Source: an optimization exercise on an open RTL-to-GDS flow (aim: small area, a short achievable clock period and few clock cycles per item). Production flows keep margins and buffers that such runs may drop.
Only simulation tests tie the RTL to the original design; equivalence was not proved.

==> flow/design.v (outline; a module is shown in full before it is edited, if it fits) <==
// module aes_sbox_a: 82 lines
// module aes_sbox_b: 63 lines
// module g_xor2: 3 lines
// module g_xnor2: 3 lines
// module g_nand2: 3 lines
// module g_nor2: 3 lines
// module g_a22o: 3 lines
// module g_a222oi: 4 lines
// module aes_engine: 1660 lines
module aes_engine (
    input  wire         clk,
    input  wire         rst,
    input  wire         in_valid,
    output wire         in_ready,
    input  wire         in_aes256,
    input  wire [255:0] in_key,
    input  wire [127:0] in_block,
    output reg          out_valid,
    output wire [127:0] out_block
);
  // ...
==> flow/run.sh <==
#!/bin/bash
# synth_recipe.tcl (not shown) runs the flow's synth.tcl, then flattens the netlist and writes it again
# the make line also repeats each setting of config.mk as NAME=value (left out here)
make -C /OpenROAD-flow-scripts/flow DESIGN_CONFIG=/design/flow/config.mk WORK_HOME=/design/flow/orfs CLKGATE_MAP_FILE= SYNTH_SCRIPT=/design/flow/synth_recipe.tcl finish
==> flow/config.mk <==
export PLATFORM = sky130hd
export DESIGN_NAME = aes_engine
export DESIGN_NICKNAME = aes_engine
export VERILOG_FILES = /design/flow/design.v
export SDC_FILE = /design/flow/constraint.sdc
export NUM_CORES = 4
export LEC_CHECK = 0
export CAP_MARGIN = 20
export CORE_MARGIN = 2
export CORE_UTILIZATION = 60
export PLACE_DENSITY = 0.75
export SETUP_SLACK_MARGIN = 4.4
export SLEW_MARGIN = 20
export SYNTH_HIERARCHICAL = 1
==> flow/constraint.sdc <==
create_clock -name core_clock -period 8.0 [get_ports {clk}]
set_input_delay 1.6000 -clock core_clock [delete_from_list [all_inputs] [get_ports {clk}]]
set_output_delay 1.6000 -clock core_clock [all_outputs]
set_load 0.01 [all_outputs]
==> flow_summary.toml, run 1 <==
[outcome]
status = "timing/DRC/antenna clean"

[cells_and_area]
final_cell_mix = "xor2_1, dfxtp_1, nand2_1"
drive_gt1_share_pct = 9.01
diodes = 6
largest_reg_flops = 352
multi_input_area_um2 = 33800
multi_input_cells = 4078

[clock_tree]
cts_tree = "yes"
clkLatencyLatePin_ps = 710
root_buffer = "clkbuf_16"
clk_pin_slew_ps = 60
cts_setup_buffers = 0

[yosys]
synthAdderAreaFrac_pct = 0.0463
ys_ff_latch = 1113
yosysTopAreaCell = "dfxtp_1"
synth_area_leaders = "dfxtp_1, xor2_1, xnor2_1"
synth_compound_area_share_pct = 7.12
syn_inst = 5198
synth_top_flop_cell = "dfxtp_1"

[route]
firstDrtPassIters = 9
met3_length_um = 13700

[min_path]
hold_end = "kb2[95]$_DFF_P_"

[timing]
tightest_slew_ps = 959
fin_crit_sh_pct = 45.6
fmax_mhz = 274

[global_route]
use_met2_pct = 58.9
grt_use_met1_pct = 46.8

[worst_setup_path]
criticalPathCategory = "flop to flop"
crit_cells = 10
Testbench counts, summed over its fixed seeds: cycles 6,888, blocks 512.
==> run 2, diff against run 1 <==
==> flow/flow/run.sh (new file) <==
#!/bin/bash
# Standard layout, with the ports buffered by a plain buffer cell.
set -e
export BUFFER_PORTS_ARGS="-buffer_cell sky130_fd_sc_hd__buf_2"
bash standard.sh > standard.log 2>&1
==> flow/standard.sh (new file) <==
#!/bin/bash
# synth_recipe.tcl (not shown) runs the flow's synth.tcl, then flattens the netlist and writes it again
# the make line also repeats each setting of config.mk as NAME=value (left out here)
make -C /OpenROAD-flow-scripts/flow DESIGN_CONFIG=/design/flow/config.mk WORK_HOME=/design/flow/orfs CLKGATE_MAP_FILE= SYNTH_SCRIPT=/design/flow/synth_recipe.tcl "${@:-finish}"
removed: flow/run.sh
==> flow_summary.toml, run 2 <==
[worst_setup_path]
arrival_ps = 4280
critPathCapture = "state[76]$_DFF_P_"
cp_cell_sequence = "xor2_1 -> nand2_1 -> xor2_1 -> xnor2_1 -> xor2_1 -> xor2_2 -> xor2_1 -> xor2_2 -> xor2_1 -> nand2_1 -> xnor2_1"
criticalPathCategory = "flop to flop"
worstSetupStartpointType = "flop"
cp_data_required_time_ps = 8570
rr_worst_depth = 11
cp_slowest_cell = "dfxtp_1"
end_kind = "flop"
slowest_delay_ps = 470
ff2ff_setup_slack_ps = 4290
reg2reg_to = "state[76]$_DFF_P_"
timing.rr.start = "mid[323]$_DFF_P_"
cp_common_cell = "xor2_1"
critical_path.startpoint = "mid[323]$_DFF_P_"
worstPathMaxFanout = 4

[yosys]
syn_nets = 5588
synth_edf_count = 0
synth_top_area_share_pct = 41.2
yosysMostFrequentCell = "xor2_1"
yosysSeqAreaShare_pct = 41.2
yosysTopAreaCell = "dfxtp_1"
synth_area_um2 = 54000
ys_ff_latch = 1113
synth_commonest_cells = "xor2_1, dfxtp_1, nand2_1, xnor2_1, a22o_1"
synth_top_flop_cell = "dfxtp_1"
synth_area_leaders = "dfxtp_1, xor2_1, xnor2_1"
postSynthAreaPerCell_um2 = 10.4
syn_inst = 5198
async_reset_ff_share_pct = 0
synthDistinctLibCells = 26
synth_warnings = 7

[route]
antenna_left = 0
vias = 39400
drc = 0
drt-total-wl_um = 175000
firstDrtPassIters = 8
drtIter0Drc = 3697
vias_per_cell = 5.52
wl_per_cell_um = 24.5

[die]
die_area_um2 = 92500
die_h_um = 304
coreArea_um2 = 89600
die_w_um = 304
ioPinCount = 518
rows = 110
initial_core_util_pct = 60.3

[clock_tree]
cts_sinks = 1113
clk_pin_slew_ps = 60
hold_buffers = 0
clkLatencyLatePin_ps = 720
cts_buffers = 109
cts_tree = "yes"
root_buffer = "clkbuf_16"
cts_buffer_depth = 3
ctsHtreeMaxLevel = 3

[timing]
hold_viol_final = 0
period_minus_slack_ps = 3710
setup_viol = 0
fin_crit_sh_pct = 46.3
maxSlewHeadroom_pct = 32.8
setup_tns_ps = 0
rsz0062_at_grt = "true"
fin_skew_ps = 32.4
finalMaxSlewViolations = 0
fmax_mhz = 270
tightest_slew_ps = 1010

[placement]
dp_hpwl_um = 136000
io_buffers = 517
dp_cells = 6903
gp_congestion = 0.992

[cells_and_area]
instances_no_fill = 7148
drive_gt1_share_pct = 17.8
multi_input_area_um2 = 33900
regArea_um2 = 22300
layout.nets = 6262
area_growth_pct = 19.2
largest_reg_flops = 352
largest_register = "mid"
layout_commonest_cell = "xor2_1"
fill_cells = 6579
final_cell_mix = "xor2_1, dfxtp_1, nand2_1"

[global_route]
grt_max_degree = 153
track_usage_pct = 36.1
antenna_found_initial = 20
grt_first_pass_wirelength_um = 247000
grt_overflow = 0
grt_pass1_vias = 38900

[outcome]
status = "timing/DRC/antenna clean"

[min_path]
min_path_type = "flop to flop"
hold_depth = 0

[job]
cap_viol_max_count = 0
run 2: repair_timing:
| item | CTS | global route |
|---|---|---|
| pin swaps | 1 | 17 |
| gates resized for setup | 62 | 255 |
| setup buffers | 2 | 32 |
| cloned | 0 | 0 |
| setup endpoints to repair | 95 | 273 |
run 2: layer usage:
layer  vias to the layer above  share of wire (%)  global-route usage, %
met4                         8                6.2                   20.4
met5                         -              0.026                      0
met1                     19200                 40                   46.2
met2                      1787                 45                   56.4
met3                       392                8.9                   8.27
li1                      18100                  -                      -
run 2: worst min path at each step:
stage	slack, ps	end	from
floorplan	310	c2_first$_DFF_P_	c1_first$_SDFF_PP0_
global placement	310	kb2[109]$_DFF_P_	kb1[109]$_DFF_P_
detailed placement	310	ka2_n[112]$_DFF_P_	ka1_n[112]$_DFF_P_
CTS	310	ka2_n[23]$_DFF_P_	ka1_n[23]$_DFF_P_
global route	320	ka2_n[23]$_DFF_P_	ka1_n[23]$_DFF_P_
finish	310	ka2_n[23]$_DFF_P_	ka1_n[23]$_DFF_P_
run 2: through the flow:
stage	hold WS [ps]	util [%]	setup WS, ps	instance area (µm²)
3_3_place_gp	310	65.0	4170	58200
2_1_floorplan	310	-	35.5	54000
4_1_cts	306	69.6	4320	62400
3_5_place_dp	312	65.0	4120	58200
5_1_grt	316	71.9	4240	64400
6_report	308	71.9	4290	64400
run 2: layout make-up:
| type | count | share of cell area [%] |
|---|---|---|
| sequential | 1113 | 34.6 |
| clock buffer | 149 | 4.88 |
| antenna | 14 | 0.0544 |
| timing repair buffer | 566 | 4.65 |
| inverter | 4 | 0.0388 |
| multi-input combinational | 4078 | 52.6 |
| clock inverter | 48 | 0.923 |
| tap | 1176 | 2.28 |
run 2: kinds of logic (layout without fill, tap and decap cells):
group | after synthesis | count (layout) | synth area share [%]
AOI/OAI and AO/OA | 422 | 422 | 7.12
xor gates and xnor gates | 2806 | 2806 | 45.5
adders and majority gates | 2 | 2 | 0.0463
buffers and inverters | 7 | 767 | 0.0648
DFF | 1113 | 1113 | 41.2
muxes | 4 | 4 | 0.0741
other | 0 | 14 | 0
and+or+nand+nor | 844 | 844 | 5.96
run 2: per-module statistics from Yosys (local to each module, per instance), a selection:
| module | cells | cell area, µm² | flip-flops and latches | copies in the design |
|---|---|---|---|---|
| g_a22o | 1 | 8.76 | 0 | 288 |
| g_a222oi | 1 | 10.0 | 0 | 128 |
| g_xor2 | 1 | 8.76 | 0 | 2200 |
| g_nor2 | 1 | 3.75 | 0 | 80 |
| aes_engine | 1174 | 22700 | 1113 | 1 |
| g_xnor2 | 1 | 8.76 | 0 | 600 |
| g_nand2 | 1 | 3.75 | 0 | 728 |
run 2: worst max-delay path: cells and delay by family (launching register included):
family                    cells  cell delay [ps]
and+or+nand+nor               2              290
DFF                           1              470
xor gates and xnor gates      9             2790
==> run 3, diff against run 2 <==
==> flow/flow/run.sh (replaced) <==
#!/bin/bash
# Standard layout, with the ports buffered by a plain buffer cell and no
# dummy loads added to the clock tree.
set -e
export BUFFER_PORTS_ARGS="-buffer_cell sky130_fd_sc_hd__buf_2"
export CTS_ARGS="-sink_clustering_enable -repair_clock_nets -dont_use_dummy_load"
bash standard.sh > standard.log 2>&1
--- a/flow/config.mk
+++ b/flow/config.mk
@@ -11,3 +11,3 @@
 export PLACE_DENSITY = 0.75
-export SETUP_SLACK_MARGIN = 4.4
+export SETUP_SLACK_MARGIN = 4.5
 export SLEW_MARGIN = 20
==> flow_summary.toml, run 3 <==
[outcome]
status = "timing/DRC/antenna clean"

[worst_setup_path]
end_kind = "flop"
worstPathMaxFanout = 4
cp_cell_sequence = "xor2_1 -> nand2_1 -> xor2_1 -> xnor2_4 -> xor2_1 -> xor2_2 -> xor2_2 -> xor2_2 -> xor2_1 -> nand2_1 -> xnor2_1"
rr_worst_depth = 11
cp_slowest_cell = "xor2_1"
ff2ff_setup_slack_ps = 4420
slowest_delay_ps = 420
cp_top_family = "XOR/XNOR gates"
cp_data_required_time_ps = 8550
reg2reg_to = "state[10]$_DFF_P_"
cp_num_buf_inv = 0
critical_path.startpoint = "mid[256]$_DFF_P_"
criticalPathCategory = "flop to flop"
cp_common_cell = "xor2_1"
worstSetupStartpointType = "flop"
timing.rr.start = "mid[256]$_DFF_P_"
arrival_ps = 4130

[die]
coreArea_um2 = 89600
ioPinCount = 518
die_area_um2 = 92500
initial_core_util_pct = 60.3
die_h_um = 304
die_w_um = 304
rows = 110

[yosys]
yosysMostFrequentCell = "xor2_1"
async_reset_ff_share_pct = 0
synth_area_leaders = "dfxtp_1, xor2_1, xnor2_1"
synth_top_area_share_pct = 41.2
ys_ff_latch = 1113
syn_inst = 5198
synth_warnings = 7
synthDistinctLibCells = 26
syn_nets = 5588
yosysTopAreaCell = "dfxtp_1"
synth_commonest_cells = "xor2_1, dfxtp_1, nand2_1, xnor2_1, a22o_1"
postSynthAreaPerCell_um2 = 10.4
synth_edf_count = 0
yosysSeqAreaShare_pct = 41.2
synth_top_flop_cell = "dfxtp_1"
synth_area_um2 = 54000

[cells_and_area]
final_cell_mix = "xor2_1, dfxtp_1, nand2_1"
drive_gt1_share_pct = 19.3
fill_cells = 6565
area_growth_pct = 19.6
layout.nets = 6301
instances_no_fill = 7100
largest_reg_flops = 352
final_util_pct = 72.1
layout_commonest_cell = "xor2_1"
largest_register = "mid"

[min_path]
hold_depth = 0
min_from = "ka1_n[23]$_DFF_P_"
min_path_type = "flop to flop"
hold_end = "ka2_n[23]$_DFF_P_"

[global_route]
grt_use_met1_pct = 46.4
grt_max_degree = 153
grt_pass1_vias = 38800
gr-usage-met3_pct = 7.99
grt_overflow = 0
antenna_found_initial = 23
use_met2_pct = 57.1
track_usage_pct = 36.1
grt_first_pass_wirelength_um = 247000
grt.busiest_layer = "met2"

[placement]
gp_congestion = 0.992
io_buffers = 517
dp_hpwl_um = 136000
dp_cells = 6903

[timing]
maxSlewHeadroom_pct = 32.3
setup_tns_ps = 0
finalMaxSlewViolations = 0
fin_skew_ps = 52.6
tightest_slew_ps = 1020
hold_viol_final = 0
setup_viol = 0
fmax_mhz = 279
fin_crit_sh_pct = 44.7
period_minus_slack_ps = 3580
rsz0062_at_grt = "true"

[route]
vias_per_cell = 5.55
drc = 0
vias = 39400
antenna_left = 0
drtIter0Drc = 3763
wl_per_cell_um = 24.8
firstDrtPassIters = 6
drt-total-wl_um = 176000

[clock_tree]
cts_buffer_depth = 3
ctsHtreeMaxLevel = 3
clkLatencyLatePin_ps = 710
cts_sinks = 1113
cts_tree = "yes"
clk_pin_slew_ps = 60
cts_buffers = 109
root_buffer = "clkbuf_16"

[job]
cap_viol_max_count = 0
run 3: cell counts after synthesis:
No cell type changed its count.
run 3: kinds of logic after synthesis:
| logic type | synth area share, % |
|---|---|
| xor+xnor | 45.5 |
| simple gates | 5.96 |
| compound gates | 7.12 |
| fa+ha+maj | 0.0463 |
| flops | 41.2 |
| buf+inv | 0.0648 |
| mux | 0.0741 |
run 3: how the worst max path moves through the flow:
stage          cells past startpoint  slack [ps]           endpoint
2_1_floorplan                      4          40   ka1_n[0]$_DFF_P_
3_3_place_gp                       7        4170  ka1_n[99]$_DFF_P_
3_5_place_dp                       7        4120   ka1_n[3]$_DFF_P_
4_1_cts                           11        4430  state[10]$_DFF_P_
5_1_grt                           11        4330  state[10]$_DFF_P_
6_report                          11        4420  state[10]$_DFF_P_
run 3: layout make-up:
class                   count  area, µm²  area share (%)
multi-input cells        4078      34800            53.8
well taps                1176       1470            2.28
repair buffers            605       3280            5.07
clock buffers             109       2730            4.22
inverters                   4       25.0          0.0387
diodes                     15       37.5          0.0581
flip-flops and latches   1113      22300            34.5
run 3: metrics by stage:
stage          hold slack, ps  setup slack [ps]  instance area, µm²
6_report                  298              4420               64600
5_1_grt                   308              4330               64600
4_1_cts                   300              4430               61900
3_5_place_dp              312              4120               58200
3_3_place_gp              310              4170               58200
2_1_floorplan             310              35.5               54000
run 3: repair_timing:
action,4_1_cts,5_1_grt
endpoints found under the setup margin,174,302
hold buffers,0,0
gates resized for setup,136,319
pin swaps,1,34
setup buffers,6,67
run 3: layer usage:
layer  routed length, µm  part of all wire (%)
met5                  65                 0.037
met4               10100                   5.7
met3               15200                   8.7
met2               80200                    46
met1               70400                    40
run 3: modules after synthesis, one instance, submodules excluded, a selection:
module | times used | cells inside | area (µm²)
g_a222oi | 128 | 1 | 10.0
g_a22o | 288 | 1 | 8.76
g_nor2 | 80 | 1 | 3.75
aes_engine | 1 | 1174 | 22700
g_nand2 | 728 | 1 | 3.75
g_xor2 | 2200 | 1 | 8.76
g_xnor2 | 600 | 1 | 8.76

-- port drivers added, routing unchanged --
Ports are ideal in the flow. The routed layouts listed here were re-timed in OpenROAD. Step 1 assumes that a clkbuf_16 drives the clock port and a buf_2 every other input. Step 2 moves the port delays by t, midway between the first and last clock arrival at a register: inputs arrive t later, outputs are due t later. That takes back most of the time a late clock gives input paths. Three values: ideal, step 1, step 2; two values: the first two.
run | t (ns) | setup slack, ns | clock arrival spread, ns
run 1 | 0.765 | 4.353 / 4.301 / 3.825 | 0.033 / 0.034
run 2 | 0.776 | 4.294 / 4.294 / 4.043 | 0.032 / 0.032
run 3 | 0.758 | 4.420 / 4.420 / 4.049 | 0.059 / 0.059
After both steps every run listed still meets setup and hold. The setup slack of run 1, which loses most, moves by -0.052 ns with the drivers and by -0.528 ns with both steps.
